This design comes from an exercise in tuning for small area, a short achievable clock period and few clock cycles per item on the open sky130 flow, not from production work. At most, simulation tests tie the RTL to the original design; equivalence was not proved. No functional check of the RTL was part of runs 2 to 6.

==> design/flow/design.v <==
module edge_xlate (
    input  wire        clk,
    input  wire        rst,
    input  wire        in_valid,
    output wire        in_ready,
    input  wire [23:0] in_ipu,       
    input  wire [23:0] in_gain,      
    input  wire [15:0] in_offset,    
    input  wire [14:0] in_h,         
    input  wire [14:0] in_delta,     
    output reg         out_valid,
    input  wire        out_ready,
    output reg  [11:0] out_ue,
    output reg  [11:0] out_le,
    output reg         out_sat
);
    localparam NB = 39;    
    localparam [1:0] S_IDLE = 2'd0, S_DIV = 2'd1, S_EDGE = 2'd2, S_OUT = 2'd3;
    reg [1:0]  state;
    reg [5:0]  count;
    reg        neg;           
    reg [NB-1:0] num;         
    reg [25:0] rem;           
    reg [24:0] den;           
    reg signed [15:0] offset;
    reg signed [15:0] hd;
    assign in_ready = (state == S_IDLE);
    wire signed [39:0] n_s = ($signed({{16{in_ipu[23]}}, in_ipu}) <<< 15)
                           + $signed({16'd0, in_gain});
    wire [39:0] n_abs = n_s[39] ? -n_s : n_s;
    wire signed [15:0] hdiff = $signed({1'b0, in_h}) - $signed({1'b0, in_delta});
    wire signed [15:0] hd_in = (hdiff < 16'sd16) ? 16'sd16 : hdiff;
    wire [25:0] rem_sh  = {rem[24:0], num[NB-1]};
    wire [26:0] rem_sub = {1'b0, rem_sh} - {2'b0, den};
    wire        q_bit   = ~rem_sub[26];
    wire signed [40:0] q_mag = $signed({2'b0, num});
    wire signed [40:0] q     = neg ? -q_mag - ((rem != 26'd0) ? 41'sd1 : 41'sd0) : q_mag;
    wire signed [41:0] c   = $signed({{26{offset[15]}}, offset}) + q;
    wire signed [41:0] hdx = $signed({{26{hd[15]}}, hd});
    wire signed [41:0] ue0 = (c + hdx + 42'sd8) >>> 4;
    wire signed [41:0] le0 = (c - hdx + 42'sd8) >>> 4;
    function signed [11:0] sat12(input signed [41:0] v);
        if (v > 42'sd2047)
            sat12 = 12'sd2047;
        else if (v < -42'sd2048)
            sat12 = -12'sd2048;
        else
            sat12 = v[11:0];
    endfunction
    wire signed [11:0] ue1 = sat12(ue0);
    wire signed [11:0] le1 = sat12(le0);
    wire               s1  = ($signed({{30{ue1[11]}}, ue1}) != ue0) ||
                             ($signed({{30{le1[11]}}, le1}) != le0);
    wire signed [12:0] gap = $signed({ue1[11], ue1}) - $signed({le1[11], le1});
    wire               narrow = (gap < 13'sd2);
    always @(posedge clk) begin
        if (rst) begin
            state     <= S_IDLE;
            out_valid <= 1'b0;
        end else begin
            case (state)
                S_IDLE: if (in_valid) begin
                    neg    <= n_s[39];
                    num    <= n_abs[NB-1:0];
                    rem    <= 26'd0;
                    den    <= {in_gain, 1'b0};
                    offset <= $signed(in_offset);
                    hd     <= hd_in;
                    count  <= 6'd0;
                    state  <= S_DIV;
                end
                S_DIV: begin
                    rem   <= q_bit ? rem_sub[25:0] : rem_sh;
                    num   <= {num[NB-2:0], q_bit};
                    count <= count + 6'd1;
                    if (count == NB - 1)
                        state <= S_EDGE;
                end
                S_EDGE: begin
                    out_valid <= 1'b1;
                    out_sat   <= s1 | narrow;
                    if (narrow) begin
                        if (ue1 == 12'sd2047) begin
                            out_ue <= ue1;
                            out_le <= 12'sd2045;
                        end else begin
                            out_ue <= le1 + 12'sd2;
                            out_le <= le1;
                        end
                    end else begin
                        out_ue <= ue1;
                        out_le <= le1;
                    end
                    state <= S_OUT;
                end
                S_OUT: if (out_ready) begin
                    out_valid <= 1'b0;
                    state     <= S_IDLE;
                end
            endcase
        end
    end
endmodule
==> design/flow/run.sh <==
#!/bin/bash
# synth_recipe.tcl (not shown) runs the flow's synth.tcl, then flattens the netlist and writes it again
# the make line also repeats each setting of config.mk as NAME=value (left out here)
make -C /OpenROAD-flow-scripts/flow DESIGN_CONFIG=/design/flow/config.mk WORK_HOME=/design/flow/orfs CLKGATE_MAP_FILE= SYNTH_SCRIPT=/design/flow/synth_recipe.tcl finish
==> design/flow/config.mk <==
export PLATFORM = sky130hd
export DESIGN_NAME = edge_xlate
export DESIGN_NICKNAME = edge_xlate
export VERILOG_FILES = /design/flow/design.v
export SDC_FILE = /design/flow/constraint.sdc
export NUM_CORES = 4
export LEC_CHECK = 0
export CAP_MARGIN = 20
export CORE_MARGIN = 2
export CORE_UTILIZATION = 40
export SLEW_MARGIN = 20
==> design/flow/constraint.sdc <==
create_clock -name core_clock -period 16.0 [get_ports {clk}]
set_input_delay 3.2000 -clock core_clock [delete_from_list [all_inputs] [get_ports {clk}]]
set_output_delay 3.2000 -clock core_clock [all_outputs]
set_load 0.01 [all_outputs]
==> summary.log, run 1 <==
[worst_setup_path] required time of the critical path 16,230 ps
[final_layout] # diodes 0
[route] Post-DRT Antenna Nets 0
[clock_network] CTS Buf Count 17
[place] post-place instance area 23,420 µm²
[route] Initial DRT Pass Iterations 6
[final_layout] final design area excluding fillers 23,990 µm²
[synthesis] Post-synth EDFFs 153
[route] vias per cell 5.646
[clock_network] number of levels the H-tree was split into 4
[synthesis] Post-Synthesis Net Count 3,088
[timing] final clock period utilization by the worst path 0.8709
[final_layout] fin nets 3,173
[floorplan] Core Region 52,870 µm²
[route] DRC errors left 0
[worst_setup_path] endpoint of the worst register-to-register path out_ue[11]
[timing] final count of hold timing violations 0
[global_route] global route overflow 0
[floorplan] I/O pin count 125
[final_layout] utilization after layout 0.4539
[worst_setup_path] CP Launch Type register
[floorplan] die outline width 235.8 µm
[outcome] outcome timing/DRC/antenna clean
[clock_network] clock root buffer clkbuf_16
[global_route] aggregate global-route resource usage 0.2096
[synthesis] Async SR Flop Fraction 0
[timing] Fin Clk Skew 18.87 ps
[clock_network] Max Root-Sink Buffers 2
[place] detailed-placement wirelength estimate 48,230 µm
[timing] maximum operating frequency 0.07177 GHz
[synthesis] cell types with the highest counts after synthesis ha_1 (305), nand2_1 (266), inv_1 (234)
[clock_network] clock slew at reported path FFs 70 ps
[route] starting DRC count in detailed routing 1,281
[synthesis] number of distinct library cell variants in the gate-level netlist after synthesis 112
[synthesis] warnings from Yosys 1
[worst_setup_path] Worst Path Arrival 14,170 ps
[worst_setup_path] startpoint of the worst register-to-register path rem[7]
[hold_path] class of the most critical hold timing path reg -> reg
[route] detailed-route via count 19,570
[clock_network] # Post-CTS Setup Buffers 0
[clock_network] sink count of the clock tree 156
[worst_setup_path] worst setup path end out_ue[11]
[floorplan] number of cell rows 84
[timing] worst-case headroom to the max-slew limit 0.3566
[timing] count of endpoints failing setup in the final report 0
[synthesis] summed instance area of the synthesized netlist 21,490 µm²
[synthesis] area share of the leading cell type in the synthesized netlist 0.2138
[final_layout] fraction of final layout cells with drive strength greater than 1 0.04320
[synthesis] biggest area consumer among synthesized cells edfxtp_1
[worst_setup_path] slowest stage cell, crit path o311ai_0
[worst_setup_path] Register-to-Register Setup Slack 2070 ps
[worst_setup_path] R2R depth 57
[global_route] number of global-route vias before repair 19,110
[global_route] antenna violations before repair 0
[floorplan] initial core utilization 0.4065
[timing] actual transition at the worst max-transition pin 960.4 ps
[worst_setup_path] critical setup path kind reg -> reg
[timing] Post-Route Hold Slack 517.2 ps
[synthesis] sequential fraction of the synthesis area 0.2166
[timing] minimum clock period 13,930 ps
[global_route] largest net degree at the start of global routing 96
[place] RD Place Congestion 0.9740
[clock_network] post_cts resized 0
[timing] sum of negative setup slack 0 ps
[clock_network] insertion delay to the later sink of the worst-skew pair 490 ps
[clock_network] TritonCTS clock tree yes
[synthesis] number of instances in the synthesized netlist 2,681
[floorplan] DIE HEIGHT 235.8 µm
[synthesis] most common cell in the netlist ha_1
[floorplan] overall die area 55,590 µm²
[worst_setup_path] Crit. Startpoint rem[7]
[worst_setup_path] highest net fanout along the worst path 11
[timing] RSZ-0062 raised after global routing no
[synthesis] main flop type after synthesis edfxtp_1
[synthesis] number of synthesized register bits 156
[synthesis] top area cells in the synthesized netlist edfxtp_1 (21%), ha_1 (18%), o21ai_0 (5.3%)
[timing] final count of pins violating max slew 0
[synthesis] per-instance average area after synthesis 8.015 µm²
[route] total length of routed wires 58,920 µm
[route] routed length per placed instance 17.00 µm
[worst_setup_path] critical path capture point type register
[global_route] wire length of the first global-routing pass 95,540 µm
[worst_setup_path] largest incremental delay on the critical path 560 ps
[place] number of buffers inserted by port buffering 124
[clock_network] cts hold-fix bufs 0
[final_layout] area growth from synthesis to final layout 11.66%
[run] MaxCap Viol Count 0
critical path, delay by kind of cell, from the launching register on:
kind	cells	cell delay [ps]
adder cells (fa/ha/maj)	7	1770
flip-flops	1	420
AND/OR/NAND/NOR	15	4050
multiplexers	2	500
AO/OA/AOI/OAI	27	6130
XOR/XNOR	4	720
buffers and inverters	2	100
how the worst min path moves through the flow:
| stage | cells past startpoint | slack [ps] | endpoint | startpoint |
|---|---|---|---|---|
| 2_1_floorplan | 2 | 500 | state[0] | state[0] |
| 3_3_place_gp | 2 | 490 | out_valid | out_valid |
| 5_1_grt | 2 | 550 | out_valid | out_valid |
| 4_1_cts | 2 | 520 | out_valid | out_valid |
| 6_report | 2 | 520 | out_valid | out_valid |
| 3_5_place_dp | 2 | 490 | out_valid | out_valid |
final cells by class:
class	count	area, µm²
Clock inverter	14	147.6
Fill cell	5139	28870
Timing Repair Buffer	138	1344
Sequential cell	156	4654
Clock buffer	17	425.4
Inverter	234	878.3
Tap cell	688	860.8
Multi-Input combinational cell	2219	15680
state kept, by name, summed over array words and instances, names as in the netlist:
name	count
out_valid	1
den	24
state	2
hd	16
out_sat	1
count	6
rem	26
neg	1
offset	16
out_le	12
num	39
out_ue	12
per-stage QoR:
stage,worst slack [ps],std cells
floorplan,4424,2681
global placement,2358,3434
detailed placement,2164,3434
CTS,2090,3465
global route,933.1,3466
finish,2066,3466
layout by cell type, fill, tap and decap left out, drive strengths merged, types with 20 or more instances in the layout:
cell type / n
nand3: 76
a211oi: 20
nand2b: 32
o21a: 25
or2: 20
a21o: 80
nand4b: 21
or3: 26
inv: 244
nand4: 48
nor2b: 29
o31ai: 20
and3: 28
ha: 305
edfxtp: 153
nor3: 50
a21boi: 29
a21oi: 189
xor2: 84
o21ai: 240
and2: 34
nand2: 266
clkdlybuf4s50: 124
o21bai: 28
nor4: 24
mux2i: 26
nor2: 180
xnor2: 128
routing by layer:
layer	global-route usage	wire, µm
met1	0.2622	26720
met2	0.3662	28130
met3	0.02621	2240
met4	0.08184	1837
met5	0	0
kinds of logic (layout without fill, tap and decap cells):
kind of cell / count (synthesis) / after routing / share of synthesized area
AO/OA/AOI/OAI: 778 / 778 / 0.2347
XOR/XNOR: 212 / 212 / 0.08676
adder cells (fa/ha/maj): 310 / 310 / 0.1818
buffers and inverters: 306 / 403 / 0.05514
flip-flops: 156 / 156 / 0.2166
multiplexers: 36 / 36 / 0.01735
other: 1 / 1 / 0.0001745
AND/OR/NAND/NOR: 882 / 882 / 0.2075
Testbench counts, summed over its fixed seeds: cycles 201,600, items 4,800.
==> run 2: changes to the inputs <==
==> design/flow/design.v (replaced) <==
module edge_xlate (
    input  wire        clk,
    input  wire        rst,
    input  wire        in_valid,
    output wire        in_ready,
    input  wire [23:0] in_ipu,       
    input  wire [23:0] in_gain,      
    input  wire [15:0] in_offset,    
    input  wire [14:0] in_h,         
    input  wire [14:0] in_delta,     
    output reg         out_valid,
    input  wire        out_ready,
    output reg  [11:0] out_ue,
    output reg  [11:0] out_le,
    output reg         out_sat
);
    localparam K  = 3;           
    localparam NC = 18 / K;      
    reg        busy;             
    reg        tail;             
    reg [4:0]  cnt;
    reg        neg;              
    reg [22:0] rem;              
    reg [17:0] qr;               
    reg [22:0] g;
    reg signed [15:0] offset;
    reg [14:0] hd;
    assign in_ready = ~busy & ~(tail & out_valid);
    wire take = in_valid & in_ready;
    wire [23:0] ipu_abs = in_ipu[23] ? -in_ipu : in_ipu;
    wire [15:0] hdiff   = {1'b0, in_h} - {1'b0, in_delta};
    wire [14:0] hd_in   = (hdiff[15] || hdiff[14:4] == 11'd0) ? 15'd16 : hdiff[14:0];
    reg [22:0] r_n;
    reg [17:0] q_n;
    reg [23:0] t;
    reg [24:0] s;
    reg        rnd;
    integer i;
    always @* begin
        r_n = rem;
        q_n = qr;
        for (i = 0; i < K; i = i + 1) begin
            rnd = (i == K - 1) && (cnt == NC - 1);
            t   = {r_n, q_n[16] & ~rnd};
            s   = {1'b0, t} + {1'b0, ~{1'b0, g}} + {24'd0, ~(rnd & neg)};
            q_n = {q_n[16:0], s[24]};
            r_n = s[24] ? s[22:0] : t[22:0];
        end
    end
    wire [18:0] qx  = {2'b00, qr[17:1]} ^ {19{neg}};    
    wire        ci  = qr[0] ^ neg;
    wire signed [19:0] qs  = $signed({qx[18], qx});
    wire signed [19:0] ofs = offset;
    wire signed [19:0] hds = $signed({5'd0, hd});
    wire signed [19:0] us  = ofs + hds + qs + 20'sd8 + $signed({19'd0, ci});
    wire signed [19:0] ls  = ofs - hds + qs + 20'sd8 + $signed({19'd0, ci});
    wire u_hi = ~us[19] & (us[18:15] != 4'b0000);
    wire u_lo =  us[19] & (us[18:15] != 4'b1111);
    wire l_hi = ~ls[19] & (ls[18:15] != 4'b0000);
    wire l_lo =  ls[19] & (ls[18:15] != 4'b1111);
    wire [11:0] ue1 = u_hi ? 12'h7ff : u_lo ? 12'h800 : us[15:4];
    wire [11:0] le1 = l_hi ? 12'h7ff : l_lo ? 12'h800 : ls[15:4];
    wire n_hi = u_hi & (l_hi | (ls[19:5] == 15'h3ff));           
    wire n_lo = l_lo & (u_lo | (us[19:5] == 15'h7c00));          
    wire emit = tail & (~out_valid | out_ready);
    always @(posedge clk) begin
        if (rst) begin
            busy      <= 1'b0;
            tail      <= 1'b0;
            out_valid <= 1'b0;
        end else begin
            if (emit) begin
                out_valid <= 1'b1;
                out_ue    <= n_lo ? 12'h802 : ue1;
                out_le    <= n_hi ? 12'h7fd : le1;
                out_sat   <= u_hi | u_lo | l_hi | l_lo;
                tail      <= 1'b0;
            end else if (out_ready)
                out_valid <= 1'b0;
            if (busy) begin
                rem <= r_n;
                qr  <= q_n;
                cnt <= cnt + 5'd1;
                if (cnt == NC - 1) begin
                    busy <= 1'b0;
                    tail <= 1'b1;
                end
            end
            if (take) begin
                busy   <= 1'b1;
                cnt    <= 5'd0;
                neg    <= in_ipu[23];
                rem    <= {2'b00, ipu_abs[23:3]};
                qr     <= {1'b0, ipu_abs[2:0], 14'd0};
                g      <= in_gain[22:0];
                offset <= in_offset;
                hd     <= hd_in;
            end
        end
    end
endmodule
==> summary.log, run 2 <==
[outcome] outcome timing/DRC/antenna clean [unchanged]
[synthesis] number of synthesized register bits 129 [was 156]
[clock_network] sink count of the clock tree 129 [was 156]
[floorplan] overall die area 34,500 µm² [was 55,590 µm²]
[worst_setup_path] highest net fanout along the worst path 27 [was 11]
[synthesis] main flop type after synthesis edfxtp_1 [unchanged]
[final_layout] Regs by FF count g (23), rem (23), qr (18) [was num (39), rem (26), den (24)]
[timing] final count of pins violating max slew 0 [unchanged]
[synthesis] number of instances in the synthesized netlist 1,429 [was 2,681]
[worst_setup_path] number of buffers and inverters on the critical path 2 [unchanged]
[clock_network] post_cts resized 0 [unchanged]
[global_route] largest net degree at the start of global routing 53 [was 96]
[global_route] GR peak layer met2 [unchanged]
[synthesis] Post-synth EDFFs 126 [was 153]
[final_layout] # diodes 0 [unchanged]
[floorplan] die outline width 185.7 µm [was 235.8 µm]
[floorplan] number of cell rows 66 [was 84]
[route] vias per cell 5.298 [was 5.646]
[clock_network] cts hold-fix bufs 0 [unchanged]
[synthesis] number of distinct library cell variants in the gate-level netlist after synthesis 88 [was 112]
[clock_network] Max Root-Sink Buffers 2 [unchanged]
[place] number of buffers inserted by port buffering 123 [was 124]
[hold_path] class of the most critical hold timing path reg -> reg [unchanged]
[clock_network] CTS Buf Count 17 [unchanged]
[route] starting DRC count in detailed routing 604 [was 1,281]
[place] detailed-placement wirelength estimate 25,800 µm [was 48,230 µm]
[synthesis] area share of the leading cell type in the synthesized netlist 0.2864 [was 0.2138]
[worst_setup_path] critical setup path kind reg -> reg [unchanged]
[floorplan] initial core utilization 0.4060 [was 0.4065]
[timing] worst-case headroom to the max-slew limit 0.4351 [was 0.3566]
[timing] minimum clock period 9651 ps [was 13,930 ps]
[final_layout] fraction of final layout cells with drive strength greater than 1 0.05709 [was 0.04320]
[route] DRC errors left 0 [unchanged]
[run] MaxCap Viol Count 0 [unchanged]
[synthesis] Post-Synthesis Net Count 1,722 [was 3,088]
[worst_setup_path] required time of the critical path 16,170 ps [was 16,230 ps]
[timing] count of endpoints failing setup in the final report 0 [unchanged]
[route] Initial DRT Pass Iterations 5 [was 6]
[hold_path] hold depth 2 [unchanged]
[clock_network] clock slew at reported path FFs 60 ps [was 70 ps]
[global_route] aggregate global-route resource usage 0.1924 [was 0.2096]
[worst_setup_path] R2R depth 32 [was 57]
[timing] final count of hold timing violations 0 [unchanged]
[global_route] routing usage on met2 0.3114 [was 0.3662]
[final_layout] final design area excluding fillers 15,530 µm² [was 23,990 µm²]
[synthesis] warnings from Yosys 1 [unchanged]
[final_layout] fin nets 1,839 [was 3,173]
[synthesis] cell types with the highest counts after synthesis ha_1 (161), inv_1 (160), edfxtp_1 (126) [was ha_1 (305), nand2_1 (266), inv_1 (234)]
[final_layout] area growth from synthesis to final layout 17.60% [was 11.66%]
[clock_network] clock root buffer clkbuf_16 [unchanged]
[timing] actual transition at the worst max-transition pin 847.3 ps [was 960.4 ps]
[synthesis] sequential fraction of the synthesis area 0.2910 [was 0.2166]
[place] RD Place Congestion 0.9339 [was 0.9740]
[worst_setup_path] largest delay contributor family on the critical path compound AO/OA/AOI/OAI gates [unchanged]
[route] Post-DRT Antenna Nets 0 [unchanged]
[hold_path] hold path start busy [was out_valid]
[synthesis] Async SR Flop Fraction 0 [unchanged]
[global_route] wire length of the first global-routing pass 51,780 µm [was 95,540 µm]
[route] detailed-route via count 10,600 [was 19,570]
[clock_network] # Post-CTS Setup Buffers 0 [unchanged]
[route] total length of routed wires 32,140 µm [was 58,920 µm]
[worst_setup_path] slowest stage cell, crit path o21a_1 [was o311ai_0]
[synthesis] top area cells in the synthesized netlist edfxtp_1 (29%), ha_1 (15%), xnor2_1 (5.7%) [was edfxtp_1 (21%), ha_1 (18%), o21ai_0 (5.3%)]
[global_route] met3 Track Usage GR 0.03600 [was 0.02621]
[synthesis] summed instance area of the synthesized netlist 13,210 µm² [was 21,490 µm²]
[clock_network] number of levels the H-tree was split into 4 [unchanged]
[timing] Fin Clk Skew 9.621 ps [was 18.87 ps]
[route] routed length per placed instance 16.06 µm [was 17.00 µm]
[global_route] antenna violations before repair 2 [was 0]
[global_route] global route overflow 0 [unchanged]
[timing] sum of negative setup slack 0 ps [unchanged]
[floorplan] I/O pin count 125 [unchanged]
[timing] RSZ-0062 raised after global routing no [unchanged]
[worst_setup_path] critical path capture point type register [unchanged]
[worst_setup_path] Register-to-Register Setup Slack 6350 ps [was 2070 ps]
[hold_path] Worst Hold End busy [was out_valid]
[worst_setup_path] largest incremental delay on the critical path 750 ps [was 560 ps]
[timing] maximum operating frequency 0.1036 GHz [was 0.07177 GHz]
[timing] final clock period utilization by the worst path 0.6032 [was 0.8709]
[synthesis] most common cell in the netlist ha_1 [unchanged]
[clock_network] TritonCTS clock tree yes [unchanged]
[final_layout] leading cell types in the layout, fill and taps excluded ha_1 (161), inv_1 (160), edfxtp_1 (126), clkdlybuf4s50_1 (123), nor2_1 (106) [was ha_1 (304), nand2_1 (266), inv_1 (234), o21ai_0 (228), a21oi_1 (188)]
[worst_setup_path] CP Launch Type register [unchanged]
[final_layout] most common cell after layout, fill and taps aside ha_1 [unchanged]
[floorplan] Core Region 32,540 µm² [was 52,870 µm²]
[floorplan] DIE HEIGHT 185.7 µm [was 235.8 µm]
[worst_setup_path] Worst Path Arrival 9820 ps [was 14,170 ps]
[clock_network] insertion delay to the later sink of the worst-skew pair 440 ps [was 490 ps]
[place] post-place instance area 14,930 µm² [was 23,420 µm²]
[timing] Post-Route Hold Slack 484.9 ps [was 517.2 ps]
[global_route] number of global-route vias before repair 10,280 [was 19,110]
[worst_setup_path] startpoint of the worst register-to-register path g[0] [was rem[7]]
[worst_setup_path] endpoint of the worst register-to-register path rem[13] [was out_ue[11]]
[synthesis] biggest area consumer among synthesized cells edfxtp_1 [unchanged]
[synthesis] per-instance average area after synthesis 9.244 µm² [was 8.015 µm²]
[global_route] M1 GR Usage 0.2607 [was 0.2622]
[run 2: changes by cell type after synthesis, moves of 71 or more]
| cell | previous run | this run |
|---|---|---|
| a21oi_1 | 188 | 91 |
| ha_1 | 305 | 161 |
| inv_1 | 234 | 160 |
| nand2_1 | 266 | 92 |
| nor2_1 | 178 | 107 |
| o21ai_0 | 229 | 62 |
[run 2: worst reg2reg max path: cells and delay by family, from the launching register on]
kind                     cells  cell delay [ps]
AO/OA/AOI/OAI               17             5010
adder cells (fa/ha/maj)      4             1490
AND/OR/NAND/NOR              7             1080
multiplexers                 2              680
buffers and inverters        2              650
flip-flops                   1              470
[run 2: per-stage QoR]
stage	worst slack [ps]	util	instances
2_1_floorplan	8374	-	1429
3_3_place_gp	6523	0.4588	1969
3_5_place_dp	6460	0.4588	1969
4_1_cts	6419	0.4775	2001
5_1_grt	5999	0.4775	2001
6_report	6349	0.4775	2001
[run 2: worst max-delay path by stage]
stage / endpoint / slack [ps] / cells after the start / startpoint
floorplan: rem[3] / 8370 / 36 / g[0]
global placement: rem[12] / 6520 / 32 / g[0]
detailed placement: rem[17] / 6460 / 32 / g[0]
CTS: rem[17] / 6420 / 32 / g[0]
global route: rem[17] / 6000 / 32 / g[0]
finish: rem[13] / 6350 / 32 / g[0]
[run 2: area by class of cell]
type | instances | area (µm²)
clock inverters | 13 | 173.9
flip-flops and latches | 129 | 3844
fillers | 3132 | 17000
inverters | 161 | 604.3
well taps | 442 | 553.0
multi-input cells | 1104 | 8621
repair buffers | 133 | 1306
clock buffers | 19 | 432.9
[run 2: cell families after synthesis]
family | Yosys count | synth area share
fa+ha+maj | 195 | 0.2040
compound gates | 366 | 0.1849
simple gates | 368 | 0.1362
mux | 49 | 0.04044
xor+xnor | 126 | 0.08411
buf+inv | 196 | 0.05939
flops | 129 | 0.2910
[run 2: routing by layer]
metal | share of wire | up-vias
li1 | - | 5343
met1 | 0.48 | 5020
met2 | 0.45 | 202
met3 | 0.045 | 33
met4 | 0.019 | 4
met5 | 0.00084 | -
==> run 3: changes to the inputs <==
--- a/design/flow/design.v
+++ b/design/flow/design.v
@@ -14,7 +14,7 @@
     output reg  [11:0] out_le,
     output reg         out_sat
 );
-    localparam K  = 3;           
+    localparam K  = 2;           
     localparam NC = 18 / K;      
     reg        busy;             
     reg        tail;             
==> summary.log, run 3 <==
[outcome] outcome timing/DRC/antenna clean [unchanged]
[timing] count of endpoints failing setup in the final report 0 [unchanged]
[clock_network] clock slew at reported path FFs 60 ps [about the same]
[route] Post-DRT Antenna Nets 0 [unchanged]
[final_layout] area growth from synthesis to final layout 18.38% [was 17.60%]
[synthesis] summed instance area of the synthesized netlist 12,140 µm² [was 13,210 µm²]
[clock_network] CTS Buf Count 17 [unchanged]
[floorplan] overall die area 31,760 µm² [was 34,500 µm²]
[global_route] M1 GR Usage 0.2621 [was 0.2607]
[synthesis] number of synthesized register bits 129 [unchanged]
[run] MaxCap Viol Count 0 [unchanged]
[global_route] routing usage on met2 0.3152 [was 0.3114]
[timing] RSZ-0062 raised after global routing no [unchanged]
[timing] maximum operating frequency 0.1438 GHz [was 0.1036 GHz]
[clock_network] clock root buffer clkbuf_16 [unchanged]
[global_route] antenna violations before repair 0 [was 2]
[timing] final clock period utilization by the worst path 0.4345 [was 0.6032]
[worst_setup_path] highest net fanout along the worst path 41 [was 27]
[synthesis] Post-Synthesis Net Count 1,575 [was 1,722]
[route] routed length per placed instance 16.31 µm [was 16.06 µm]
[worst_setup_path] largest incremental delay on the critical path 760 ps [was 750 ps]
[timing] sum of negative setup slack 0 ps [unchanged]
[final_layout] # diodes 0 [unchanged]
[worst_setup_path] number of buffers and inverters on the critical path 1 [was 2]
[final_layout] leading cell types in the layout, fill and taps excluded inv_1 (153), ha_1 (138), edfxtp_1 (126), clkdlybuf4s50_1 (123), nand2_1 (101) [was ha_1 (161), inv_1 (160), edfxtp_1 (126), clkdlybuf4s50_1 (123), nor2_1 (106)]
[floorplan] I/O pin count 125 [unchanged]
[final_layout] fin nets 1,692 [was 1,839]
[synthesis] most common cell in the netlist inv_1 [was ha_1]
[worst_setup_path] required time of the critical path 16,190 ps [was 16,170 ps]
[worst_setup_path] most frequent CP cell a21oi_1
[clock_network] cts hold-fix bufs 0 [unchanged]
[floorplan] die outline width 178.2 µm [was 185.7 µm]
[global_route] global route overflow 0 [unchanged]
[place] RD Place Congestion 0.8983 [was 0.9339]
[synthesis] area share of the leading cell type in the synthesized netlist 0.3117 [was 0.2864]
[timing] minimum clock period 6952 ps [was 9651 ps]
[floorplan] number of cell rows 63 [was 66]
[global_route] GR peak layer met2 [unchanged]
[worst_setup_path] CP Launch Type register [unchanged]
[hold_path] class of the most critical hold timing path reg -> reg [unchanged]
[route] Initial DRT Pass Iterations 5 [unchanged]
[synthesis] number of distinct library cell variants in the gate-level netlist after synthesis 82 [was 88]
[timing] Fin Clk Skew 14.01 ps [was 9.621 ps]
[floorplan] Core Region 29,800 µm² [was 32,540 µm²]
[clock_network] Max Root-Sink Buffers 2 [unchanged]
[timing] final count of pins violating max slew 0 [unchanged]
[route] detailed-route via count 9,655 [was 10,600]
[clock_network] TritonCTS clock tree yes [unchanged]
[clock_network] sink count of the clock tree 129 [unchanged]
[synthesis] per-instance average area after synthesis 9.295 µm² [was 9.244 µm²]
[global_route] met3 Track Usage GR 0.03836 [was 0.03600]
[synthesis] Async SR Flop Fraction 0 [unchanged]
[floorplan] DIE HEIGHT 178.2 µm [was 185.7 µm]
[synthesis] biggest area consumer among synthesized cells edfxtp_1 [unchanged]
[place] number of buffers inserted by port buffering 123 [unchanged]
[timing] final count of hold timing violations 0 [unchanged]
[final_layout] Regs by FF count g (23), rem (23), qr (18) [unchanged]
[timing] actual transition at the worst max-transition pin 1008 ps [was 847.3 ps]
[worst_setup_path] largest delay contributor family on the critical path compound AO/OA/AOI/OAI gates [unchanged]
[clock_network] post_cts resized 0 [unchanged]
[worst_setup_path] slowest stage cell, crit path or2_1 [was o21a_1]
[synthesis] number of instances in the synthesized netlist 1,306 [was 1,429]
[global_route] aggregate global-route resource usage 0.1929 [was 0.1924]
[synthesis] warnings from Yosys 1 [unchanged]
[floorplan] initial core utilization 0.4074 [was 0.4060]
[global_route] wire length of the first global-routing pass 47,990 µm [was 51,780 µm]
[final_layout] multi-input logic area 7617 µm² [was 8621 µm²]
[synthesis] top area cells in the synthesized netlist edfxtp_1 (31%), ha_1 (14%), fa_1 (5.4%) [was edfxtp_1 (29%), ha_1 (15%), xnor2_1 (5.7%)]
[global_route] number of global-route vias before repair 9,422 [was 10,280]
[final_layout] fraction of final layout cells with drive strength greater than 1 0.04878 [was 0.05709]
[worst_setup_path] Worst Path Arrival 7140 ps [was 9820 ps]
[clock_network] insertion delay to the later sink of the worst-skew pair 440 ps [about the same]
[synthesis] main flop type after synthesis edfxtp_1 [unchanged]
[worst_setup_path] critical path capture point type register [unchanged]
[place] detailed-placement wirelength estimate 23,310 µm [was 25,800 µm]
[route] vias per cell 5.290 [was 5.298]
[route] total length of routed wires 29,770 µm [was 32,140 µm]
[final_layout] number of filler cells placed in the layout 2,832 [was 3,132]
[synthesis] Post-synth EDFFs 126 [unchanged]
[final_layout] sequential standard cell area 3844 µm² [unchanged]
[route] starting DRC count in detailed routing 596 [was 604]
[worst_setup_path] list of cells traversed by the critical path ha_1 -> fa_1 -> nand2b_1 -> a21oi_1 -> o21ai_1 -> o311ai_2 -> a221oi_4 -> buf_4 -> nor2_1 -> a21oi_1 -> fa_1 -> nor2b_1 -> o31a_1 -> o21ai_1 -> a2111oi_2 -> o211ai_1 -> a21oi_1 -> or2_1 -> nor2_1 -> a221o_1
[final_layout] most common cell after layout, fill and taps aside inv_1 [was ha_1]
[worst_setup_path] critical setup path kind reg -> reg [unchanged]
[timing] Post-Route Hold Slack 476.7 ps [was 484.9 ps]
[timing] worst-case headroom to the max-slew limit 0.3275 [was 0.4351]
[synthesis] cell types with the highest counts after synthesis inv_1 (153), ha_1 (138), edfxtp_1 (126) [was ha_1 (161), inv_1 (160), edfxtp_1 (126)]
[route] DRC errors left 0 [unchanged]
[clock_network] number of levels the H-tree was split into 4 [unchanged]
[synthesis] sequential fraction of the synthesis area 0.3166 [was 0.2910]
[global_route] largest net degree at the start of global routing 57 [was 53]
[clock_network] # Post-CTS Setup Buffers 0 [unchanged]
run 3: worst register-to-register path, stage by stage, from the launching register on:
cell and delay (ps):
edfxtp_1 500, ha_1 280, fa_1 400, nand2b_1 180, a21oi_1 220, o21ai_1 190, o311ai_2 610, a221oi_4 110
buf_4 290, nor2_1 140, a21oi_1 90, fa_1 430, nor2b_1 210, o31a_1 270, o21ai_1 200, a2111oi_2 630
o211ai_1 260, a21oi_1 400, or2_1 760, nor2_1 200, a221o_1 330
run 3: area by class of cell:
type,instances,share of cell area
inverters,153,0.03997
clock buffers,18,0.02987
well taps,390,0.03396
clock inverters,13,0.009839
repair buffers,129,0.08881
multi-input cells,993,0.5301
flip-flops and latches,129,0.2675
run 3: routing by layer:
layer / vias up / part of all wire
li1: 4909 / -
met3: 27 / 0.039
met5: - / 0
met1: 4536 / 0.49
met4: 0 / 0.016
met2: 183 / 0.46
run 3: path summary, 6_finish.rpt:
kind | start | endpoint | slack [ps] | cells past startpoint
hold reg to reg | busy | busy | 480 | 2
setup reg to reg | g[0] | rem[15] | 9050 | 20
hold / removal | busy | busy | 480 | 2
setup / recovery | g[0] | rem[15] | 9050 | 20
run 3: cell families after synthesis:
family	count (synthesis)	synth area share
adders and majority gates	171	0.1967
DFF	129	0.3166
AOI/OAI and AO/OA	334	0.1860
buffers and inverters	184	0.05896
xor gates and xnor gates	107	0.07782
muxes	15	0.01278
and+or+nand+nor	366	0.1511
run 3: stage by stage:
stage          area [µm²]    util  setup slack (ps)  cells
3_3_place_gp        13800  0.4631              8912   1794
6_report            14370  0.4823              9048   1825
3_5_place_dp        13800  0.4631              8843   1794
4_1_cts             14370  0.4823              9129   1825
2_1_floorplan       12140       -              9551   1306
5_1_grt             14370  0.4823              8651   1825
==> run 4: changes to the inputs <==
--- a/design/flow/design.v
+++ b/design/flow/design.v
@@ -25,7 +25,7 @@
     reg [22:0] g;
     reg signed [15:0] offset;
     reg [14:0] hd;
-    assign in_ready = ~busy & ~(tail & out_valid);
+    assign in_ready = ~busy & (~tail | out_ready);
     wire take = in_valid & in_ready;
     wire [23:0] ipu_abs = in_ipu[23] ? -in_ipu : in_ipu;
     wire [15:0] hdiff   = {1'b0, in_h} - {1'b0, in_delta};
@@ -62,21 +62,19 @@
     wire [11:0] le1 = l_hi ? 12'h7ff : l_lo ? 12'h800 : ls[15:4];
     wire n_hi = u_hi & (l_hi | (ls[19:5] == 15'h3ff));           
     wire n_lo = l_lo & (u_lo | (us[19:5] == 15'h7c00));          
-    wire emit = tail & (~out_valid | out_ready);
+    always @* begin
+        out_valid = tail;
+        out_ue    = n_lo ? 12'h802 : ue1;
+        out_le    = n_hi ? 12'h7fd : le1;
+        out_sat   = u_hi | u_lo | l_hi | l_lo;
+    end
     always @(posedge clk) begin
         if (rst) begin
             busy      <= 1'b0;
             tail      <= 1'b0;
-            out_valid <= 1'b0;
         end else begin
-            if (emit) begin
-                out_valid <= 1'b1;
-                out_ue    <= n_lo ? 12'h802 : ue1;
-                out_le    <= n_hi ? 12'h7fd : le1;
-                out_sat   <= u_hi | u_lo | l_hi | l_lo;
-                tail      <= 1'b0;
-            end else if (out_ready)
-                out_valid <= 1'b0;
+            if (out_ready)
+                tail <= 1'b0;
             if (busy) begin
                 rem <= r_n;
                 qr  <= q_n;
==> summary.log, run 4 <==
[floorplan] DIE HEIGHT 168.5 µm [was 178.2 µm]
[global_route] antenna violations before repair 0 [unchanged]
[timing] worst-case headroom to the max-slew limit 0.3143 [was 0.3275]
[synthesis] cell types with the highest counts after synthesis inv_1 (148), ha_1 (138), nor2_1 (106) [was inv_1 (153), ha_1 (138), edfxtp_1 (126)]
[worst_setup_path] R2R depth 23 [was 20]
[floorplan] number of cell rows 60 [was 63]
[synthesis] warnings from Yosys 1 [unchanged]
[synthesis] number of distinct library cell variants in the gate-level netlist after synthesis 67 [was 82]
[route] starting DRC count in detailed routing 405 [was 596]
[global_route] largest net degree at the start of global routing 63 [was 57]
[timing] maximum operating frequency 0.1062 GHz [was 0.1438 GHz]
[floorplan] initial core utilization 0.4049 [was 0.4074]
[clock_network] clock slew at reported path FFs 70 ps [was 60 ps]
[worst_setup_path] endpoint of the worst register-to-register path rem[21] [was rem[15]]
[synthesis] Async SR Flop Fraction 0 [unchanged]
[route] detailed-route via count 8,686 [was 9,655]
[hold_path] hold depth 2 [unchanged]
[route] Initial DRT Pass Iterations 5 [unchanged]
[route] routed length per placed instance 15.24 µm [was 16.31 µm]
[run] MaxCap Viol Count 0 [unchanged]
[global_route] number of global-route vias before repair 8,603 [was 9,422]
[timing] Post-Route Hold Slack 500.1 ps [was 476.7 ps]
[synthesis] top area cells in the synthesized netlist edfxtp_1 (28%), ha_1 (16%), xnor2_1 (7.2%) [was edfxtp_1 (31%), ha_1 (14%), fa_1 (5.4%)]
[global_route] global route overflow 0 [unchanged]
[clock_network] # Post-CTS Setup Buffers 0 [unchanged]
[synthesis] number of synthesized register bits 103 [was 129]
[timing] sum of negative setup slack 0 ps [unchanged]
[route] met3 wire length 643 µm [was 1163 µm]
[synthesis] number of instances in the synthesized netlist 1,200 [was 1,306]
[hold_path] class of the most critical hold timing path reg -> reg [unchanged]
[worst_setup_path] CP Launch Type register [unchanged]
[worst_setup_path] critical path capture point type output pin [was register]
[worst_setup_path] Worst Path Arrival 6220 ps [was 7140 ps]
[synthesis] main flop type after synthesis edfxtp_1 [unchanged]
[final_layout] Regs by FF count g (23), rem (23), qr (18) [unchanged]
[global_route] aggregate global-route resource usage 0.1820 [was 0.1929]
[clock_network] TritonCTS clock tree yes [unchanged]
[worst_setup_path] Crit. Startpoint neg [was g[0]]
[route] Post-DRT Antenna Nets 0 [unchanged]
[timing] final count of pins violating max slew 0 [unchanged]
[floorplan] overall die area 28,390 µm² [was 31,760 µm²]
[final_layout] number of filler cells placed in the layout 2,541 [was 2,832]
[final_layout] fraction of final layout cells with drive strength greater than 1 0.03718 [was 0.04878]
[place] placed cell count 1,644 [was 1,794]
[route] met2 wirelength from detailed routing 11,970 µm [was 13,620 µm]
[synthesis] Post-Synthesis Net Count 1,469 [was 1,575]
[final_layout] most common cell after layout, fill and taps aside inv_1 [unchanged]
[final_layout] fin nets 1,583 [was 1,692]
[timing] final clock period utilization by the worst path 0.5885 [was 0.4345]
[clock_network] number of levels the H-tree was split into 3 [was 4]
[final_layout] # diodes 0 [unchanged]
[worst_setup_path] required time of the critical path 12,800 ps [was 16,190 ps]
[timing] minimum clock period 9416 ps [was 6952 ps]
[route] DRC errors left 0 [unchanged]
[final_layout] final design area excluding fillers 12,740 µm² [was 14,370 µm²]
[place] post-place instance area 12,450 µm² [was 13,800 µm²]
[route] total routed wire length on the met1 layer 12,160 µm [was 14,510 µm]
[global_route] wire length of the first global-routing pass 41,830 µm [was 47,990 µm]
[synthesis] most common cell in the netlist inv_1 [unchanged]
[place] detailed-placement wirelength estimate 20,700 µm [was 23,310 µm]
[clock_network] insertion delay to the later sink of the worst-skew pair 360 ps [was 440 ps]
[clock_network] cts hold-fix bufs 0 [unchanged]
[floorplan] Core Region 26,730 µm² [was 29,800 µm²]
[clock_network] post_cts resized 0 [unchanged]
[synthesis] summed instance area of the synthesized netlist 10,820 µm² [was 12,140 µm²]
[final_layout] area growth from synthesis to final layout 17.72% [was 18.38%]
[timing] actual transition at the worst max-transition pin 1028 ps [was 1008 ps]
[timing] Fin Clk Skew 7.845 ps [was 14.01 ps]
[final_layout] leading cell types in the layout, fill and taps excluded inv_1 (148), ha_1 (138), clkdlybuf4s50_1 (123), nor2_1 (104), edfxtp_1 (101) [was inv_1 (153), ha_1 (138), edfxtp_1 (126), clkdlybuf4s50_1 (123), nand2_1 (101)]
[synthesis] biggest area consumer among synthesized cells edfxtp_1 [unchanged]
[synthesis] per-instance average area after synthesis 9.018 µm² [was 9.295 µm²]
[timing] count of endpoints failing setup in the final report 0 [unchanged]
[floorplan] I/O pin count 125 [unchanged]
[worst_setup_path] worst setup path end out_le[7] [was rem[15]]
[worst_setup_path] critical setup path kind reg -> out [was reg -> reg]
[route] vias per cell 5.236 [was 5.290]
[clock_network] sink count of the clock tree 103 [was 129]
[clock_network] CTS Buf Count 9 [was 17]
[place] RD Place Congestion 0.8747 [was 0.8983]
[worst_setup_path] Register-to-Register Setup Slack 8900 ps [was 9050 ps]
[clock_network] Max Root-Sink Buffers 2 [unchanged]
[place] number of buffers inserted by port buffering 123 [unchanged]
[worst_setup_path] startpoint of the worst register-to-register path g[0] [unchanged]
[final_layout] number of standard cells in the layout, taps in and fillers out 1,659 [was 1,825]
[synthesis] Post-synth EDFFs 101 [was 126]
[route] total length of routed wires 25,290 µm [was 29,770 µm]
[timing] RSZ-0062 raised after global routing no [unchanged]
[clock_network] clock root buffer clkbuf_16 [unchanged]
[worst_setup_path] highest net fanout along the worst path 14 [was 41]
[outcome] outcome timing/DRC/antenna clean [unchanged]
[timing] final count of hold timing violations 0 [unchanged]
[route] top layer in use met4 [unchanged]
[synthesis] sequential fraction of the synthesis area 0.2840 [was 0.3166]
[synthesis] area share of the leading cell type in the synthesized netlist 0.2803 [was 0.3117]
[floorplan] die outline width 168.5 µm [was 178.2 µm]
==> run 4: changes by cell type after synthesis, sizes merged, moves of 10 or more <==
cell / before / now
buf: 15 / 5
edfxtp: 126 / 101
nand2: 102 / 72
nand3: 16 / 29
nor2: 88 / 106
o21ai: 87 / 64
xnor2: 70 / 89
a211oi: 19 / 6
==> run 4: kinds of logic after synthesis <==
kind of cell / share of synthesized area
AND/OR/NAND/NOR: 0.1542
AO/OA/AOI/OAI: 0.1663
buffers and inverters: 0.06082
adder cells (fa/ha/maj): 0.2206
XOR/XNOR: 0.1012
flip-flops: 0.2840
multiplexers: 0.01295
==> run 4: worst min-delay path by stage <==
stage	end	slack, ps	startpoint
after floorplan	busy	460	busy
after global placement	busy	480	busy
after detailed placement	busy	490	busy
after CTS	busy	500	busy
after global routing	busy	540	busy
final	busy	500	busy
==> run 4: layout make-up <==
type                    count  area [µm²]  area share
repair buffers            130        1284      0.1008
multi-input cells         922        7113      0.5583
clock buffers              10       229.0     0.01797
well taps                 341       426.7     0.03349
inverters                 148       555.5     0.04361
flip-flops and latches    103        3073      0.2412
clock inverters             5       58.81    0.004616
==> run 4: worst max-delay path, cell delays in order (launching register included) <==
cell             delay [ps]
edfxtp_1                570
buf_4                   290
xnor2_1                 330
fa_1                    500
ha_1                    320
ha_1                    400
o211a_1                 170
a211oi_1                350
a31oi_4                 120
a311oi_4                440
nor4_4                  100
a2111oi_4               380
o21ba_1                 180
xnor2_1                  90
and4_1                  240
nor2_1                  580
o21ai_0                 250
clkdlybuf4s50_1         530
==> run 4: routing by layer <==
layer	global-route usage	vias up
met5	0	-
met4	0.05585	0
met3	0.01777	30
met2	0.3135	126
met1	0.2425	4103
li1	-	4427
==> run 4: through the flow <==
stage               setup WS, ps    util
floorplan                   7642       -
global placement            7032  0.4659
detailed placement          6979  0.4659
CTS                         6594  0.4767
global route                6208  0.4767
finish                      6584  0.4767
==> run 5: changes to the inputs <==
==> design/flow/design.v (replaced) <==
module edge_xlate (
    input  wire        clk,
    input  wire        rst,
    input  wire        in_valid,
    output wire        in_ready,
    input  wire [23:0] in_ipu,       
    input  wire [23:0] in_gain,      
    input  wire [15:0] in_offset,    
    input  wire [14:0] in_h,         
    input  wire [14:0] in_delta,     
    output reg         out_valid,
    input  wire        out_ready,
    output reg  [11:0] out_ue,
    output reg  [11:0] out_le,
    output reg         out_sat
);
    reg        busy;             
    reg        tail;             
    reg [3:0]  cnt;              
    reg        neg;              
    reg [22:0] rem;              
    reg [17:0] qr;               
    reg [22:0] g;
    reg signed [15:0] offset;
    reg [14:0] hd;
    assign in_ready = ~busy & ~(tail & out_valid);
    wire take = in_valid & in_ready;
    wire [23:0] ipu_abs = in_ipu[23] ? -in_ipu : in_ipu;
    wire [15:0] hdiff   = {1'b0, in_h} - {1'b0, in_delta};
    wire [14:0] hd_in   = (hdiff[15] || hdiff[14:4] == 11'd0) ? 15'd16 : hdiff[14:0];
    wire        last = (cnt == 4'd8);
    wire        tw   = last & neg;       
    wire [24:0] t    = {rem, qr[17:16]};
    wire [25:0] t26  = {1'b0, t};
    wire [25:0] ng   = ~{3'b000, g};
    wire [25:0] n2g  = ~{2'b00, g, 1'b0};
    wire [25:0] d1   = t26 + ng + {25'd0, ~tw};           
    wire [25:0] d2   = t26 + n2g + 26'd1;                 
    wire [25:0] cs_s = t26 ^ ng ^ n2g;                    
    wire [25:0] cs_c = (t26 & ng) | (t26 & n2g) | (ng & n2g);
    wire [25:0] d3   = cs_s + {cs_c[24:0], 1'b1} + {25'd0, ~tw};
    wire        ge1  = ~d1[25];
    wire        ge2  = ~d2[25];
    wire        ge3  = ~d3[25];
    wire [1:0]  dig  = {ge2, ge3 | (ge1 & ~ge2)};
    wire [22:0] r_n  = ge3 ? d3[22:0] : ge2 ? d2[22:0] : ge1 ? d1[22:0] : t[22:0];
    wire [18:0] qx  = {2'b00, qr[17:1]} ^ {19{neg}};    
    wire        ci  = qr[0] ^ neg;
    wire signed [19:0] qs  = $signed({qx[18], qx});
    wire signed [19:0] ofs = offset;
    wire signed [19:0] hds = $signed({5'd0, hd});
    wire signed [19:0] us  = ofs + hds + qs + 20'sd8 + $signed({19'd0, ci});
    wire signed [19:0] ls  = ofs - hds + qs + 20'sd8 + $signed({19'd0, ci});
    wire u_hi = ~us[19] & (us[18:15] != 4'b0000);
    wire u_lo =  us[19] & (us[18:15] != 4'b1111);
    wire l_hi = ~ls[19] & (ls[18:15] != 4'b0000);
    wire l_lo =  ls[19] & (ls[18:15] != 4'b1111);
    wire [11:0] ue1 = u_hi ? 12'h7ff : u_lo ? 12'h800 : us[15:4];
    wire [11:0] le1 = l_hi ? 12'h7ff : l_lo ? 12'h800 : ls[15:4];
    wire n_hi = u_hi & (l_hi | (ls[19:5] == 15'h3ff));           
    wire n_lo = l_lo & (u_lo | (us[19:5] == 15'h7c00));          
    wire emit = tail & (~out_valid | out_ready);
    always @(posedge clk) begin
        if (rst) begin
            busy      <= 1'b0;
            tail      <= 1'b0;
            out_valid <= 1'b0;
        end else begin
            if (emit) begin
                out_valid <= 1'b1;
                out_ue    <= n_lo ? 12'h802 : ue1;
                out_le    <= n_hi ? 12'h7fd : le1;
                out_sat   <= u_hi | u_lo | l_hi | l_lo;
                tail      <= 1'b0;
            end else if (out_ready)
                out_valid <= 1'b0;
            if (busy) begin
                rem <= r_n;
                qr  <= {qr[15:0], dig};
                cnt <= cnt + 4'd1;
                if (last) begin
                    busy <= 1'b0;
                    tail <= 1'b1;
                end
            end
            if (take) begin
                busy   <= 1'b1;
                cnt    <= 4'd0;
                neg    <= in_ipu[23];
                rem    <= {2'b00, ipu_abs[23:3]};
                qr     <= {ipu_abs[2:0], 15'd0};
                g      <= in_gain[22:0];
                offset <= in_offset;
                hd     <= hd_in;
            end
        end
    end
endmodule
==> summary.log, run 5 <==
[outcome] outcome timing/DRC/antenna clean [unchanged]
[global_route] number of global-route vias before repair 10,510 [was 8,603]
[synthesis] sequential fraction of the synthesis area 0.2856 [was 0.2840]
[worst_setup_path] highest net fanout along the worst path 5 [was 14]
[clock_network] insertion delay to the later sink of the worst-skew pair 450 ps [was 360 ps]
[floorplan] initial core utilization 0.4084 [was 0.4049]
[worst_setup_path] Register-to-Register Setup Slack 10,760 ps [was 8900 ps]
[synthesis] warnings from Yosys 1 [unchanged]
[floorplan] number of cell rows 66 [was 60]
[place] detailed-placement wirelength estimate 27,410 µm [was 20,700 µm]
[global_route] largest net degree at the start of global routing 50 [was 63]
[route] total length of routed wires 34,090 µm [was 25,290 µm]
[hold_path] Worst Hold End busy [unchanged]
[timing] maximum operating frequency 0.1529 GHz [was 0.1062 GHz]
[synthesis] area share of the leading cell type in the synthesized netlist 0.2811 [was 0.2803]
[final_layout] sequential standard cell area 3814 µm² [was 3073 µm²]
[synthesis] number of synthesized register bits 128 [was 103]
[global_route] wire length of the first global-routing pass 55,010 µm [was 41,830 µm]
[synthesis] number of distinct library cell variants in the gate-level netlist after synthesis 73 [was 67]
[hold_path] class of the most critical hold timing path reg -> reg [unchanged]
[synthesis] cell types with the highest counts after synthesis ha_1 (166), inv_1 (166), edfxtp_1 (125) [was inv_1 (148), ha_1 (138), nor2_1 (106)]
[timing] count of endpoints failing setup in the final report 0 [unchanged]
[place] worst setup timing slack at the placement stage 9023 ps [was 6979 ps]
[worst_setup_path] critical path capture point type register [was output pin]
[clock_network] number of levels the H-tree was split into 4 [was 3]
[clock_network] clock slew at reported path FFs 60 ps [was 70 ps]
[clock_network] cts hold-fix bufs 0 [unchanged]
[synthesis] biggest area consumer among synthesized cells edfxtp_1 [unchanged]
[timing] sum of negative setup slack 0 ps [unchanged]
[synthesis] Post-synth EDFFs 125 [was 101]
[global_route] aggregate global-route resource usage 0.1984 [was 0.1820]
[floorplan] die outline width 186.7 µm [was 168.5 µm]
[synthesis] Post-Synthesis Net Count 1,755 [was 1,469]
[final_layout] fin nets 1,877 [was 1,583]
[timing] final count of hold timing violations 0 [unchanged]
[clock_network] TritonCTS clock tree yes [unchanged]
[synthesis] main flop type after synthesis edfxtp_1 [unchanged]
[floorplan] Core Region 32,700 µm² [was 26,730 µm²]
[synthesis] summed instance area of the synthesized netlist 13,350 µm² [was 10,820 µm²]
[worst_setup_path] R2R depth 16 [was 23]
[timing] final clock period utilization by the worst path 0.4087 [was 0.5885]
[timing] worst-case headroom to the max-slew limit 0.3487 [was 0.3143]
[synthesis] per-instance average area after synthesis 9.306 µm² [was 9.018 µm²]
[final_layout] Regs by FF count g (23), rem (23), qr (18) [unchanged]
[worst_setup_path] required time of the critical path 16,190 ps [was 12,800 ps]
[timing] minimum clock period 6539 ps [was 9416 ps]
[worst_setup_path] startpoint of the worst register-to-register path neg [was g[0]]
[global_route] antenna violations before repair 0 [unchanged]
[floorplan] I/O pin count 125 [unchanged]
[timing] final count of pins violating max slew 0 [unchanged]
[timing] RSZ-0062 raised after global routing no [unchanged]
[run] MaxCap Viol Count 0 [unchanged]
[route] Post-DRT Antenna Nets 0 [unchanged]
[route] Initial DRT Pass Iterations 7 [was 5]
[clock_network] Max Root-Sink Buffers 2 [unchanged]
[worst_setup_path] endpoint of the worst register-to-register path out_ue[1] [was rem[21]]
[worst_setup_path] Worst Path Arrival 6730 ps [was 6220 ps]
[synthesis] Async SR Flop Fraction 0 [unchanged]
[global_route] global route overflow 0 [unchanged]
[timing] Final Worst Setup Slack 9461 ps [was 6584 ps]
[route] vias per cell 5.350 [was 5.236]
[place] placed cell count 1,980 [was 1,644]
[clock_network] post_cts resized 0 [unchanged]
[place] number of buffers inserted by port buffering 123 [unchanged]
[hold_path] hold depth 2 [unchanged]
[worst_setup_path] critical setup path kind in -> reg [was reg -> out]
[synthesis] number of instances in the synthesized netlist 1,435 [was 1,200]
[route] starting DRC count in detailed routing 666 [was 405]
[final_layout] leading cell types in the layout, fill and taps excluded inv_1 (166), ha_1 (166), edfxtp_1 (125), clkdlybuf4s50_1 (123), a21oi_1 (105) [was inv_1 (148), ha_1 (138), clkdlybuf4s50_1 (123), nor2_1 (104), edfxtp_1 (101)]
[place] RD Place Congestion 0.9426 [was 0.8747]
[route] routed length per placed instance 16.95 µm [was 15.24 µm]
[final_layout] number of filler cells placed in the layout 3,120 [was 2,541]
[route] detailed-route via count 10,760 [was 8,686]
[final_layout] # diodes 0 [unchanged]
[clock_network] sink count of the clock tree 128 [was 103]
[final_layout] area growth from synthesis to final layout 17.41% [was 17.72%]
[route] DRC errors left 0 [unchanged]
[timing] Fin Clk Skew 12.41 ps [was 7.845 ps]
[hold_path] hold path start busy [unchanged]
[final_layout] number of standard cells in the layout, taps in and fillers out 2,012 [was 1,659]
[clock_network] clock root buffer clkbuf_16 [unchanged]
[floorplan] DIE HEIGHT 186.7 µm [was 168.5 µm]
[floorplan] overall die area 34,860 µm² [was 28,390 µm²]
[clock_network] CTS Buf Count 17 [was 9]
[final_layout] multi-input logic area 8836 µm² [was 7113 µm²]
[synthesis] top area cells in the synthesized netlist edfxtp_1 (28%), ha_1 (16%), fa_1 (8.4%) [was edfxtp_1 (28%), ha_1 (16%), xnor2_1 (7.2%)]
[worst_setup_path] CP Launch Type input pin [was register]
[final_layout] fraction of final layout cells with drive strength greater than 1 0.03885 [was 0.03718]
[timing] actual transition at the worst max-transition pin 969.5 ps [was 1028 ps]
[clock_network] # Post-CTS Setup Buffers 0 [unchanged]
## run 5: cell type report
cell class | count | area share
multi-input combinational | 1111 | 0.5636
inverter | 167 | 0.03998
tap | 442 | 0.03527
timing repair buffer | 132 | 0.08283
sequential | 128 | 0.2432
clock buffer | 17 | 0.02713
clock inverter | 15 | 0.007980
## run 5: worst max path at each step
stage                   end       from  cells after the start  slack, ps
floorplan              g[0]   in_valid                      4       9540
global placement    rem[16]  in_ipu[4]                      9       9130
detailed placement  rem[16]  in_ipu[4]                      9       9020
CTS                 rem[16]  in_ipu[4]                      9       9500
global route        rem[16]  in_ipu[2]                      9       9290
finish              rem[16]  in_ipu[2]                      9       9460
## run 5: cell families (layout without fill, tap and decap cells)
family / Yosys count / in the layout / share of synthesized area
AOI/OAI and AO/OA: 381 / 381 / 0.1832
buffers and inverters: 196 / 331 / 0.05528
DFF: 128 / 128 / 0.2856
adders and majority gates: 222 / 222 / 0.2395
muxes: 17 / 17 / 0.01340
and+or+nand+nor: 355 / 355 / 0.1339
xor gates and xnor gates: 136 / 136 / 0.08920
## run 5: critical path, cell delays in order
cell and delay [ps]:
clkdlybuf4s50_1 500, or4_1 600, nor4_1 540, nand3_1 250
or4_1 610, o41ai_1 370, xor2_1 310, nor2_1 90
a211o_1 260
## run 5: metal layers
layer,track usage,part of all wire,vias to the layer above,routed length (µm)
li1,-,-,5381,-
met1,0.2600,0.47,5127,15860
met2,0.3370,0.48,211,16360
met3,0.03028,0.034,45,1166
met4,0.06105,0.021,0,708
met5,0,0,-,0
## run 5: stage by stage
| stage | utilization | hold WS (ps) | area [µm²] |
|---|---|---|---|
| global route | 0.4795 | 548.1 | 15680 |
| floorplan | - | 473.9 | 13350 |
| CTS | 0.4795 | 516.4 | 15680 |
| detailed placement | 0.4626 | 505.7 | 15130 |
| global placement | 0.4626 | 507.5 | 15130 |
| finish | 0.4795 | 511.0 | 15680 |
==> run 6: changes to the inputs <==
==> design/flow/design.v (replaced) <==
module edge_xlate (
    input  wire        clk,
    input  wire        rst,
    input  wire        in_valid,
    output wire        in_ready,
    input  wire [23:0] in_ipu,       
    input  wire [23:0] in_gain,      
    input  wire [15:0] in_offset,    
    input  wire [14:0] in_h,         
    input  wire [14:0] in_delta,     
    output reg         out_valid,
    input  wire        out_ready,
    output reg  [11:0] out_ue,
    output reg  [11:0] out_le,
    output reg         out_sat
);
    reg        busy;             
    reg        tail;             
    reg [3:0]  cnt;              
    reg        neg;              
    reg [22:0] rem;              
    reg [17:0] qr;               
    reg [22:0] gn;               
    reg signed [15:0] offset;
    reg [14:0] hd;
    assign in_ready = ~busy & ~(tail & out_valid);
    wire take = in_valid & in_ready;
    wire        s_in    = in_ipu[23];
    wire [23:0] ipu_x   = in_ipu ^ {24{s_in}};
    wire [15:0] hdiff   = {1'b0, in_h} - {1'b0, in_delta};
    wire [14:0] hd_in   = (hdiff[15] || hdiff[14:4] == 11'd0) ? 15'd16 : hdiff[14:0];
    wire        last = (cnt == 4'd8);
    wire [24:0] t    = {rem, qr[17:16]};
    wire [25:0] t26  = {1'b0, t};
    wire [25:0] ng   = {3'b111, gn};                      
    wire [25:0] n2g  = {2'b11, gn, 1'b1};                 
    wire [25:0] d1   = t26 + ng + 26'd1;                  
    wire [25:0] d2   = t26 + n2g + 26'd1;                 
    wire [25:0] cs_s = t26 ^ ng ^ n2g;                    
    wire [25:0] cs_c = (t26 & ng) | (t26 & n2g) | (ng & n2g);
    wire [25:0] d3   = cs_s + {cs_c[24:0], 1'b1} + 26'd1;
    wire        ge1  = ~d1[25];
    wire        ge2  = ~d2[25];
    wire        ge3  = ~d3[25];
    wire [1:0]  dig  = {ge2, ge3 | (ge1 & ~ge2)};
    wire [22:0] r_n  = ge3 ? d3[22:0] : ge2 ? d2[22:0] : ge1 ? d1[22:0] : t[22:0];
    wire signed [19:0] qs  = $signed({{3{neg}}, qr[17:1]});    
    wire signed [19:0] ofs = offset;
    wire signed [19:0] hds = $signed({5'd0, hd});
    wire signed [19:0] us  = ofs + hds + qs + 20'sd8 + $signed({19'd0, qr[0]});
    wire signed [19:0] ls  = ofs - hds + qs + 20'sd8 + $signed({19'd0, qr[0]});
    wire u_hi = ~us[19] & (us[18:15] != 4'b0000);
    wire u_lo =  us[19] & (us[18:15] != 4'b1111);
    wire l_hi = ~ls[19] & (ls[18:15] != 4'b0000);
    wire l_lo =  ls[19] & (ls[18:15] != 4'b1111);
    wire [11:0] ue1 = u_hi ? 12'h7ff : u_lo ? 12'h800 : us[15:4];
    wire [11:0] le1 = l_hi ? 12'h7ff : l_lo ? 12'h800 : ls[15:4];
    wire n_hi = u_hi & (l_hi | (ls[19:5] == 15'h3ff));           
    wire n_lo = l_lo & (u_lo | (us[19:5] == 15'h7c00));          
    wire emit = tail & (~out_valid | out_ready);
    always @(posedge clk) begin
        rem <= r_n;
        cnt <= cnt + 4'd1;
        if (busy)
            qr <= {qr[15:0], dig ^ {2{neg}}};
        if (take) begin
            cnt    <= 4'd0;
            neg    <= s_in;
            rem    <= {2'b00, ipu_x[23:3]};
            qr     <= {ipu_x[2:0], {15{s_in}}};
            gn     <= ~in_gain[22:0];
            offset <= in_offset;
            hd     <= hd_in;
        end
        if (rst) begin
            busy      <= 1'b0;
            tail      <= 1'b0;
            out_valid <= 1'b0;
        end else begin
            if (emit) begin
                out_valid <= 1'b1;
                out_ue    <= n_lo ? 12'h802 : ue1;
                out_le    <= n_hi ? 12'h7fd : le1;
                out_sat   <= u_hi | u_lo | l_hi | l_lo;
                tail      <= 1'b0;
            end else if (out_ready)
                out_valid <= 1'b0;
            if (busy & last) begin
                busy <= 1'b0;
                tail <= 1'b1;
            end
            if (take)
                busy <= 1'b1;
        end
    end
endmodule
==> summary.log, run 6 <==
[outcome] outcome timing/DRC/antenna clean [unchanged]
[clock_network] TritonCTS clock tree yes [unchanged]
[timing] Fin Clk Skew 8.959 ps [was 12.41 ps]
[timing] maximum operating frequency 0.1650 GHz [was 0.1529 GHz]
[worst_setup_path] largest incremental delay on the critical path 460 ps [was 610 ps]
[global_route] wire length of the first global-routing pass 52,770 µm [was 55,010 µm]
[timing] sum of negative setup slack 0 ps [unchanged]
[floorplan] initial core utilization 0.4037 [was 0.4084]
[synthesis] Post-Synthesis Net Count 1,742 [was 1,755]
[route] starting DRC count in detailed routing 653 [was 666]
[route] Post-DRT Antenna Nets 0 [unchanged]
[clock_network] clock root buffer clkbuf_16 [unchanged]
[timing] final count of hold timing violations 0 [unchanged]
[worst_setup_path] CP Launch Type input pin [unchanged]
[final_layout] number of standard cells in the layout, taps in and fillers out 1,993 [was 2,012]
[global_route] global route overflow 0 [unchanged]
[global_route] largest net degree at the start of global routing 92 [was 50]
[final_layout] fin nets 1,857 [was 1,877]
[final_layout] area growth from synthesis to final layout 17.51% [was 17.41%]
[timing] RSZ-0062 raised after global routing no [unchanged]
[synthesis] warnings from Yosys 1 [unchanged]
[timing] final count of pins violating max slew 0 [unchanged]
[synthesis] main flop type after synthesis edfxtp_1 [unchanged]
[clock_network] # Post-CTS Setup Buffers 0 [unchanged]
[final_layout] fraction of final layout cells with drive strength greater than 1 0.04449 [was 0.03885]
[synthesis] cell types with the highest counts after synthesis inv_1 (176), ha_1 (165), o21ai_0 (103) [was ha_1 (166), inv_1 (166), edfxtp_1 (125)]
[clock_network] insertion delay to the later sink of the worst-skew pair 440 ps [was 450 ps]
[final_layout] # diodes 0 [unchanged]
[worst_setup_path] list of cells traversed by the critical path clkdlybuf4s50_1 -> inv_1 -> ha_1 -> fa_1 -> nor2b_1 -> o21ai_0 -> a21oi_1 -> o2111ai_1 -> a21oi_1 -> nor3_1 -> o2111ai_1 -> and4b_1 -> or2_2 [was clkdlybuf4s50_1 -> or4_1 -> nor4_1 -> nand3_1 -> or4_1 -> o41ai_1 -> xor2_1 -> nor2_1 -> a211o_1]
[clock_network] post_cts resized 0 [unchanged]
[final_layout] leading cell types in the layout, fill and taps excluded inv_1 (175), ha_1 (165), clkdlybuf4s50_1 (122), o21ai_0 (103), edfxtp_1 (98) [was inv_1 (166), ha_1 (166), edfxtp_1 (125), clkdlybuf4s50_1 (123), a21oi_1 (105)]
[clock_network] Max Root-Sink Buffers 2 [unchanged]
[floorplan] number of cell rows 66 [unchanged]
[floorplan] I/O pin count 125 [unchanged]
[synthesis] Async SR Flop Fraction 0 [unchanged]
[floorplan] DIE HEIGHT 184.8 µm [was 186.7 µm]
[floorplan] die outline width 184.8 µm [was 186.7 µm]
[synthesis] most common cell in the netlist inv_1
[timing] Post-Route Hold Slack 467.3 ps [was 511.0 ps]
[worst_setup_path] Worst Path Arrival 6250 ps [was 6730 ps]
[hold_path] class of the most critical hold timing path reg -> reg [unchanged]
[synthesis] per-instance average area after synthesis 9.184 µm² [was 9.306 µm²]
[clock_network] sink count of the clock tree 128 [unchanged]
[run] MaxCap Viol Count 0 [unchanged]
[worst_setup_path] required time of the critical path 16,190 ps [about the same]
-- run 6: changes by cell type after synthesis, sizes merged, moves of 16 or more --
cell / delta
edfxtp: -27
o21ai: +20
a21o: +16
dfxtp: +27
xnor2: -20
-- run 6: logic make-up after synthesis --
family                   Yosys count  synth area share
AO/OA/AOI/OAI                    422            0.2128
XOR/XNOR                         112           0.07506
adder cells (fa/ha/maj)          221            0.2438
buffers and inverters            209           0.06060
flip-flops                       128            0.2711
multiplexers                      23           0.01857
AND/OR/NAND/NOR                  308            0.1180
-- run 6: through the flow --
stage                     setup slack (ps)  utilization  area [µm²]
after floorplan                      10200            -       13070
after global placement                9476       0.4560       14760
after detailed placement              9453       0.4560       14760
after CTS                             9926       0.4736       15330
after global routing                  9673       0.4744       15360
final                                 9940       0.4744       15360
-- run 6: worst max-delay path: cells and delay by family --
kind                     cells  cell delay [ps]
AO/OA/AOI/OAI                5             1090
adder cells (fa/ha/maj)      2              620
buffers and inverters        2              500
AND/OR/NAND/NOR              4              840
-- run 6: layout make-up --
class	count	area, µm²	area share
clock inverters	15	143.9	0.009369
multi-input cells	1086	8738	0.5690
well taps	442	553.0	0.03601
inverters	176	661.9	0.04310
repair buffers	129	1291	0.08408
clock buffers	17	425.4	0.02770
flip-flops and latches	128	3543	0.2307
-- run 6: worst paths after layout --
check | startpoint | endpoint | slack [ps] | cells past startpoint
setup reg to reg | qr[17] | rem[16] | 10980 | 14
hold / removal | cnt[0] | cnt[0] | 470 | 1
hold reg to reg | cnt[0] | cnt[0] | 470 | 1
setup / recovery | in_h[0] | hd[4] | 9940 | 13
-- run 6: layer usage --
layer,up-vias,GRT usage,wire length (µm)
met5,-,0,0
li1,5357,-,-
met4,0,0.04667,386
met1,5021,0.2806,16070
met3,24,0.03161,1351
met2,230,0.3120,14670

-- separate check: timing with driven ports --
The results above use ideal ports. As a check the final layouts listed here were re-extracted and re-timed, cells and wires unchanged.
Step 1 sets driving cells, clkbuf_16 on the clock port and buf_2 on the other inputs (assumed; they add their load-dependent delay and slew).
Step 2 also shifts input and output timing later by t, the mid clock arrival at the registers, as if the neighbouring blocks saw the same clock.
a / b / c = ideal ports / drivers / drivers and shift; a / b = the first two.
run | t (ns) | slack for setup (ns) | worst slew at a driven data input, ns
run 1 | 0.544 | 2.066 / 2.066 / 2.066 | 0.05
run 2 | 0.487 | 6.349 / 6.349 / 6.349 | 0.10
run 3 | 0.483 | 9.048 / 9.048 / 8.844 | 0.05
run 4 | 0.395 | 6.584 / 6.540 / 6.935 | 0.07
run 5 | 0.496 | 9.461 / 9.489 / 8.992 | 0.06
run 6 | 0.491 | 9.940 / 9.968 / 9.476 | 0.04
After both steps setup and hold are still met in every run listed. For run 5, which loses most, drivers alone change the setup slack by +0.028 ns; drivers and shift together by -0.469 ns.
